Context: an optimization exercise on an open-source flow, tuned for small area, a short achievable clock period and few clock cycles per item. The choices shown serve that exercise and are no tape-out recipe. Function was checked by simulation only, so behaviour that the tests miss may differ from the original.

`flow/config.mk`:
```
export PLATFORM = sky130hd
export DESIGN_NAME = pfil_fir
export DESIGN_NICKNAME = pfil_fir
export VERILOG_FILES = /design/flow/design.v
export SDC_FILE = /design/flow/constraint.sdc
export NUM_CORES = 4
export LEC_CHECK = 0
export CAP_MARGIN = 20
export CORE_MARGIN = 2
export CORE_UTILIZATION = 30
export SLEW_MARGIN = 20
```
`flow/constraint.sdc`:
```
create_clock -name core_clock -period 11.0 [get_ports {clk}]
set_input_delay 2.2000 -clock core_clock [delete_from_list [all_inputs] [get_ports {clk}]]
set_output_delay 2.2000 -clock core_clock [all_outputs]
set_load 0.01 [all_outputs]
```
`flow/design.v`:
```
module pfil_fir (
    input             clk,
    input             rst,         
    input      [6:0]  taps,        
    input             coef_we,
    input      [5:0]  coef_idx,
    input      [17:0] coef_data,
    input             clr,         
    input             in_valid,
    output            in_ready,
    input      [19:0] in_data,
    output reg        out_valid,
    output reg [19:0] out_data
);
    localparam NTAPS = 64;
    localparam S_IDLE = 2'd0;
    localparam S_MAC  = 2'd1;
    localparam S_DONE = 2'd2;
    reg        [1:0]  state;
    reg        [5:0]  k;
    reg signed [43:0] acc;
    reg signed [17:0] coef [0:NTAPS-1];
    reg signed [19:0] hist [0:NTAPS-1];
    assign in_ready = (state == S_IDLE);
    always @(posedge clk) begin
        if (coef_we)
            coef[coef_idx] <= coef_data;
    end
    integer i;
    always @(posedge clk) begin
        if (rst || clr) begin
            for (i = 0; i < NTAPS; i = i + 1)
                hist[i] <= 20'sd0;
        end else if (in_valid && in_ready) begin
            hist[0] <= in_data;
            for (i = 1; i < NTAPS; i = i + 1)
                hist[i] <= hist[i-1];
        end
    end
    wire signed [37:0] prod = coef[k] * hist[k];
    wire signed [26:0] q     = acc[43:17];
    wire        [16:0] rem   = acc[16:0];
    wire               rnd   = rem[16] && ((rem[15:0] != 16'd0) || q[0]);
    wire signed [27:0] q_rnd = {q[26], q} + {27'd0, rnd};
    reg [19:0] y_sat;
    always @(*) begin
        if (q_rnd > 28'sd524287)
            y_sat = 20'h7FFFF;
        else if (q_rnd < -28'sd524288)
            y_sat = 20'h80000;
        else
            y_sat = q_rnd[19:0];
    end
    always @(posedge clk) begin
        if (rst) begin
            state     <= S_IDLE;
            k         <= 6'd0;
            acc       <= 44'sd0;
            out_valid <= 1'b0;
            out_data  <= 20'd0;
        end else begin
            out_valid <= 1'b0;
            case (state)
                S_IDLE: begin
                    if (in_valid) begin
                        k     <= 6'd0;
                        acc   <= 44'sd0;
                        state <= S_MAC;
                    end
                end
                S_MAC: begin
                    acc <= acc + prod;
                    k   <= k + 6'd1;
                    if ({1'b0, k} == taps - 7'd1)
                        state <= S_DONE;
                end
                S_DONE: begin
                    out_data  <= y_sat;
                    out_valid <= 1'b1;
                    state     <= S_IDLE;
                end
                default: state <= S_IDLE;
            endcase
        end
    end
endmodule
```
`flow/run.sh`:
```
#!/bin/bash
# synth_recipe.tcl (not shown) runs the flow's synth.tcl, then flattens the netlist and writes it again
# the make line also repeats each setting of config.mk as NAME=value (left out here)
make -C /OpenROAD-flow-scripts/flow DESIGN_CONFIG=/design/flow/config.mk WORK_HOME=/design/flow/orfs CLKGATE_MAP_FILE= SYNTH_SCRIPT=/design/flow/synth_recipe.tcl finish
```
==> notes.md, run 1 <==
Worst-Skew Late Latency 0.92 ns; Synth cell types 76; fmax just under 0.1 GHz; Rows roughly 230; YS warnings 2; Critical Path Sink Type flop; endpoint required time on the critical path 11.78 ns; Die Wd 621 um; worst slew pin tran between 1 and 1.5 ns; GPL Wtd Cong 0.916; synthesized area 114000 um2; top-count cell post-synth nand2_1; largest net degree at the start of global routing 214; final worst path period share 94.6%; Worst slew margin 19.2%; Crit Path Class reg -> reg; cell mode on critical path fa_1; drt wl/cell 23.5 um; max-slew violations 0; post-layout min period 10.40 ns; Register Area 61800 um2; GRT Util Overall 18.6%; number of synthesized flops with an enable pin approximately 1200; Initial Util 30.2%; setup bufs post-CTS 0; die area 386000 um2; initial DRC count about 12000; Net Count, Synth 11305; # IOs between 70 and 80; Hold Path Cell Cnt 2; layout cells sized above 1 13.5%; worst hold slack 0.391 ns; CTS tree done; pre-CTS setup slack 0.716 ns; Vias about 84000; worst-path fanout max 22; Synth-to-Final Area Change 14.5%; post-cts resize count 0; FFs w/ async S/R, synth 0%; Seq/Total Area, Yosys 54.0%; Fill cells ~37000; CP max stage cell mux2i_2; CTS Sinks 2511; die height 621 um; antenna-violating nets left 0; Synth top cells by count nand2_1 (2748), a21oi_1 (1374), dfxtp_1 (1359), edfxtp_1 (1152), clkbuf_1 (646); cell taking the most area after synthesis edfxtp_1; DRC errors left 0; HP Class reg -> reg; number of max-cap violations 0; final wirelength 372 mm; R2R depth 33; first-pass GRT wire length 542 mm; Post-CTS Hold Fix Bufs 0; DR pass1 iterations 7; initial antenna violation count 30; Final HPWL DP around 240 mm; unrepaired setup endpoints after global routing no; Primary FF master, synth dfxtp_1; post-synth top area share 30.3%; Finish-stage setup viols 0; number of global-route vias before repair between 70000 and 80000; syn_area_per_cell 10.7 um2; GRT Residual Overflow 0; Clock Skew 0.0919 ns; CP max stage delay 0.65 ns; area of the multi-input gates 48500 um2; status finished clean; crit path DAT 11.19 ns; DR vias/cell 5.31; Worst setup SP type flop; Clock Path Buffers 4; clock slew at reported path FFs 0.07 ns; final net count 11226; core area 379000 um2; root buf cell clkbuf_16; top cells by area, synth edfxtp_1 (30%), dfxtp_1 (24%), nand2_1 (9.0%); number of port buffers 77; final hold violation count 0; setup TNS 0 ns; total CTS buffers ~270; fin worst setup slack 0.595 ns; CTS H-tree depth 5; Synth Register Bits 2511; Mapped Cells between 10000 and 15000
## path summary, 6_finish.rpt
kind	from	endpoint	slack [ns]
setup / recovery	k[0]	acc[35]	0.60
hold / removal	hist[44][2]	hist[45][2]	0.39
setup reg to reg	k[0]	acc[35]	0.60
hold reg to reg	hist[44][2]	hist[45][2]	0.39
## flip-flops by register name (all words and copies together), names as in the netlist, named ones only
register and flops:
hist 1280, coef 1152, acc 44, out_data 20
k 6, state 2, out_valid 1
## cells in the final DEF (no fill, tap or decap), types with 49 or more instances in the layout
| master | count |
|---|---|
| inv_1 | 500 |
| nand2b_1 | 49 |
| mux4_2 | 363 |
| clkbuf_16 | 278 |
| a21oi_1 | 1374 |
| dfxtp_1 | 1353 |
| fa_1 | 427 |
| nor3_1 | 51 |
| or2_2 | 148 |
| ha_1 | 134 |
| nand3_1 | 108 |
| buf_4 | 298 |
| nor2_4 | 79 |
| a22oi_1 | 536 |
| edfxtp_1 | 1152 |
| clkdlybuf4s50_1 | 58 |
| nand2_1 | 2747 |
| clkbuf_1 | 60 |
| o21ai_0 | 62 |
| nand4_1 | 94 |
| nor2_1 | 241 |
## area by class of cell
| type | count | area share (%) |
|---|---|---|
| antenna | 15 | 0.0287 |
| sequential | 2511 | 47.2 |
| multi-input combinational | 6924 | 37.1 |
| timing repair buffer | 400 | 2.72 |
| clock buffer | 371 | 5.83 |
| inverter | 500 | 1.43 |
| tap | 5016 | 4.80 |
| clock inverter | 111 | 0.864 |
## logic make-up after synthesis
| family | after synthesis | share of synthesized area (%) |
|---|---|---|
| buffers and inverters | 1253 | 4.23 |
| flip-flops | 2511 | 54.0 |
| multiplexers | 416 | 7.63 |
| AND/OR/NAND/NOR | 3713 | 13.4 |
| XOR/XNOR | 68 | 0.521 |
| AO/OA/AOI/OAI | 2166 | 11.2 |
| adder cells (fa/ha/maj) | 561 | 8.94 |
## per-stage QoR
step,cell area (um2),std cells,utilization [%]
2_1_floorplan,114000,10688,-
3_3_place_gp,122000,15350,32.2
3_5_place_dp,122000,15351,32.2
4_1_cts,131000,15833,34.5
5_1_grt,131000,15834,34.5
6_report,131000,15848,34.5
## metal layers
metal  GRT usage (%)  part of all wire, %  vias to the layer above
met2            27.2                   43                     4395
met5               0                0.016                        -
met3            4.29                   11                      843
met1            26.5                   42                    41793
met4            7.21                  4.1                       10
li1                -                    -                    37036
## critical path: cells and delay by family, from the launching register on
kind | cells | cell delay [ns]
adder cells (fa/ha/maj) | 9 | 3.80
buffers and inverters | 10 | 2.40
AND/OR/NAND/NOR | 7 | 1.57
AO/OA/AOI/OAI | 6 | 1.39
multiplexers | 1 | 0.65
flip-flops | 1 | 0.49
Testbench counts, summed over its fixed seeds: cycles 499,232, items 8,192.
==> inputs of run 2 (changes only) <==
--- a/flow/design.v
+++ b/flow/design.v
@@ -18,4 +18,7 @@
     localparam S_DONE = 2'd2;
+    localparam S_LAST = 2'd3;    
     reg        [1:0]  state;
-    reg        [5:0]  k;
+    reg        [2:0]  k;
+    reg               first;
+    reg signed [43:0] psum_r;
     reg signed [43:0] acc;
@@ -39,3 +42,10 @@
     end
-    wire signed [37:0] prod = coef[k] * hist[k];
+    reg signed [43:0] psum;
+    integer l;
+    always @(*) begin
+        psum = 44'sd0;
+        for (l = 0; l < 8; l = l + 1)
+            if ({1'b0, k, l[2:0]} < taps)
+                psum = psum + coef[{k, l[2:0]}] * hist[{k, l[2:0]}];
+    end
     wire signed [26:0] q     = acc[43:17];
@@ -56,3 +66,5 @@
             state     <= S_IDLE;
-            k         <= 6'd0;
+            k         <= 3'd0;
+            first     <= 1'b0;
+            psum_r    <= 44'sd0;
             acc       <= 44'sd0;
@@ -65,4 +77,5 @@
                     if (in_valid) begin
-                        k     <= 6'd0;
+                        k     <= 3'd0;
                         acc   <= 44'sd0;
+                        first <= 1'b1;
                         state <= S_MAC;
@@ -71,6 +84,13 @@
                 S_MAC: begin
-                    acc <= acc + prod;
-                    k   <= k + 6'd1;
-                    if ({1'b0, k} == taps - 7'd1)
-                        state <= S_DONE;
+                    psum_r <= psum;
+                    first  <= 1'b0;
+                    if (!first)
+                        acc <= acc + psum_r;
+                    k   <= k + 3'd1;
+                    if ({1'b0, k, 3'd0} + 7'd8 >= taps)
+                        state <= S_LAST;
+                end
+                S_LAST: begin
+                    acc   <= acc + psum_r;
+                    state <= S_DONE;
                 end
@@ -81,3 +101,2 @@
                 end
-                default: state <= S_IDLE;
             endcase
==> run 2 against run 1 <==
  * The layout now fails its checks (setup timing)
  * Non-clock buffer count is 4028 higher
  * Sequential cell count is 39 higher
  * Critical endpoint is now psum_r[38]
  * Largest cell class is now multi-input combinational cells
  * Highest routed layer unchanged
  * Global-route usage is 2.0 points higher
  * Final cell count is 130% higher
  * Final area is 120% higher
  * Utilization is 3.7 points higher
  * Clock-buffer cell count is 9 higher
  * Register-to-register slack worse by 24 ns
==> notes.md, run 2 <==
DR vias/cell 4.87 (-8.2%); die height 867 um (+40%); Clock Skew 0.0864 ns (-0.00546 ns); placed instance area 269000 um2 (+120%); layout cells sized above 1 25.0% (+11 points); Synth cell types 112 (+47%); Synth top cells by count nand2_1 (4987), fa_1 (3332), inv_1 (3322), a21oi_1 (1691), dfxtp_1 (1398); total CTS buffers 277 (+1.8%); Net Count, Synth 27452 (+140%); Clock Path Buffers 4 (unchanged); Vias 178008 (+110%); most common library cell in the layout ignoring fill and taps nand2_1; GRT Residual Overflow 0 (unchanged); clock slew at reported path FFs 0.06 ns (about the same); CTS tree done; final wirelength 776 mm (+110%); Mapped Cells 23004 (+120%); worst slew pin tran 1.20 ns (+0.0201 ns); status failed layout checks; CTS H-tree depth 5 (unchanged); Largest regs hist x1280, coef x1152; core area 744000 um2 (+96%); post-layout min period 34.76 ns (+24.36 ns); pre-CTS setup slack -24.60 ns (-25.32 ns); Largest register FFs 1280 (unchanged); die area 752000 um2 (+95%); CTS Sinks 2550 (+1.6%); first-pass GRT wire length 1180 mm (+120%); initial antenna violation count 30 (unchanged); post-synth top area share 29.8% (-0.42 points); HP Class reg -> reg; top-count cell post-synth nand2_1; FFs w/ async S/R, synth 0% (unchanged); worst hold slack 0.428 ns (+0.0371 ns); syn_area_per_cell 9.72 um2 (-9.2%); largest net degree at the start of global routing 238 (+11%); Placed Instances 35771 (+130%); crit path DAT 35.62 ns (+24.43 ns); endpoint required time on the critical path 11.86 ns (+0.08 ns); Core Util, Final 38.3% (+3.7 points); Primary FF master, synth dfxtp_1; root buf cell clkbuf_16; Top reg by flops hist; GRT Util Overall 20.6% (+2.0 points); Synth-to-Final Area Change 27.2%; Synth Register Bits 2550 (+1.6%); fin cells 36566 (+130%); drt wl/cell 21.2 um (-9.6%); number of synthesized flops with an enable pin 1152 (unchanged); number of global-route vias before repair 188760 (+140%); Critical Path Sink Type flop; Crit Path Class reg -> reg; final hold violation count 0 (unchanged); number of max-cap violations 0 (unchanged); number of port buffers 77 (unchanged); cell mode on critical path buf_4; Final HPWL DP 624 mm (+160%); antenna-violating nets left 0 (unchanged); DR pass1 iterations 10 (+3); cell taking the most area after synthesis fa_1; Worst slew margin 19.9% (+0.67 points); Seq/Total Area, Yosys 28.0% (-26 points); final worst path period share 316% (+220 points); # IOs 78 (unchanged); Failed Checks setup timing; YS warnings 2 (unchanged); Rows 317 (+40%); setup TNS -823.43 ns (-823.43 ns); CP max stage delay 0.58 ns (-0.07 ns); Worst setup SP type flop; fmax 0.0288 GHz (-70%); CP max stage cell fa_2; Worst-Skew Late Latency 0.96 ns (+0.04 ns); worst-path fanout max 8 (-64%); top cells by area, synth fa_1 (30%), edfxtp_1 (15%), dfxtp_1 (13%); fin worst setup slack -23.76 ns (-24.36 ns); final net count 30902 (+180%); synthesized area 224000 um2 (+96%); initial DRC count 15213 (+27%); most frequent cells in the layout nand2_1 (4944), buf_4 (4114), fa_1 (3284), inv_1 (3259), a21oi_1 (1535); R2R setup slack -23.76 ns (-24.36 ns); Die Wd 867 um (+40%); Initial Util 30.1% (-0.093 points); GPL Wtd Cong 0.958 (+4.6%); DRC errors left 0 (unchanged); max-slew violations 0 (unchanged); Finish-stage setup viols 42 (+42); Layout Cell Area excl Fill 284000 um2 (+120%); unrepaired setup endpoints after global routing yes
## run 2: cell count changes after synthesis, moves of 171 or more
cell | before | now
mux2_2 | 15 | 362
inv_1 | 500 | 3322
xnor2_1 | 48 | 243
o21a_1 | 4 | 175
a21o_1 | 16 | 189
o21ai_0 | 77 | 292
nor2_1 | 365 | 1188
fa_1 | 427 | 3332
nand2_1 | 2748 | 4987
ha_1 | 134 | 1060
a21oi_1 | 1374 | 1691
a22oi_1 | 536 | 149
clkbuf_1 | 646 | 1143
## run 2: layout make-up
type                            count  area, um2
Sequential cell                  2550      62600
Antenna cell                       15       37.5
Clock inverter                    107       1230
Inverter                         3322      12500
Fill cell                       73037     459000
Timing Repair Buffer             4428      35900
Multi-Input combinational cell  15875     152000
Clock buffer                      380       7840
Tap cell                         9889      12400
## run 2: cell families (layout without fill, tap and decap cells)
group | Yosys count | count (layout) | synth area share [%]
AND/OR/NAND/NOR | 7160 | 7161 | 13.1
buffers and inverters | 4580 | 8237 | 7.70
adder cells (fa/ha/maj) | 4392 | 4392 | 35.8
AO/OA/AOI/OAI | 3229 | 3229 | 8.95
flip-flops | 2550 | 2550 | 28.0
multiplexers | 718 | 718 | 5.03
XOR/XNOR | 375 | 375 | 1.48
other | 0 | 15 | 0
## run 2: per-layer routing
layer	share of wire (%)	vias up	GRT usage, %	routed length, um
met3	7.6	1207	4.18	58900
met5	0.021	-	0	162
met1	42	90645	26.8	323000
li1	-	80578	-	-
met2	45	5554	33.2	352000
met4	5.4	24	8.86	41900
## run 2: critical path: cells and delay by family, from the launching register on
family                     cells  cell delay, ns
AOI/OAI and AO/OA             33            5.15
xor gates and xnor gates       6            0.99
adders and majority gates     44           18.96
buffers and inverters         60            7.19
DFF                            1            0.37
and+or+nand+nor               15            1.91
## run 2: final timing paths
path,from,end,cells after the start
hold / removal,hist[15][12],hist[16][12],2
hold reg to reg,hist[15][12],hist[16][12],2
setup reg to reg,k[1],psum_r[38],158
setup / recovery,k[1],psum_r[38],158
## run 2: timing repair
action                     4_1_cts  5_1_grt
pin swaps                      402      212
hold buffers                     0        0
resized for setup              571      279
setup buffers                  222       69
cloned                           1        0
setup endpoints to repair       42       42
Testbench counts of run 2, summed over its fixed seeds: cycles 85,792, items 8,192.

## what the ideal ports hide
In the flow no input, the clock included, has a driving cell. The finished layouts below were timed again as built, in two steps. Step 1 (the two cells are an assumption about what drives the block):
set clk [get_ports {clk}]
set_driving_cell -lib_cell sky130_fd_sc_hd__clkbuf_16 $clk
set_driving_cell -lib_cell sky130_fd_sc_hd__buf_2 [delete_from_list [all_inputs] $clk]
Step 2 adds t to the input delays and takes it off the output delays; t is the mean of the earliest and latest rising clock arrival at the registers after step 1. Input paths then give back, and output paths get back, about the clock's delay inside the block. Slacks: ideal / step 1 / step 2; pairs: ideal / step 1.
run	t, ns	setup slack, ns	worst setup path at the end
run 1	0.975	0.595 / 0.595 / 0.595	register to register
run 2	1.056	-23.765 / -23.765 / -23.765	register to register
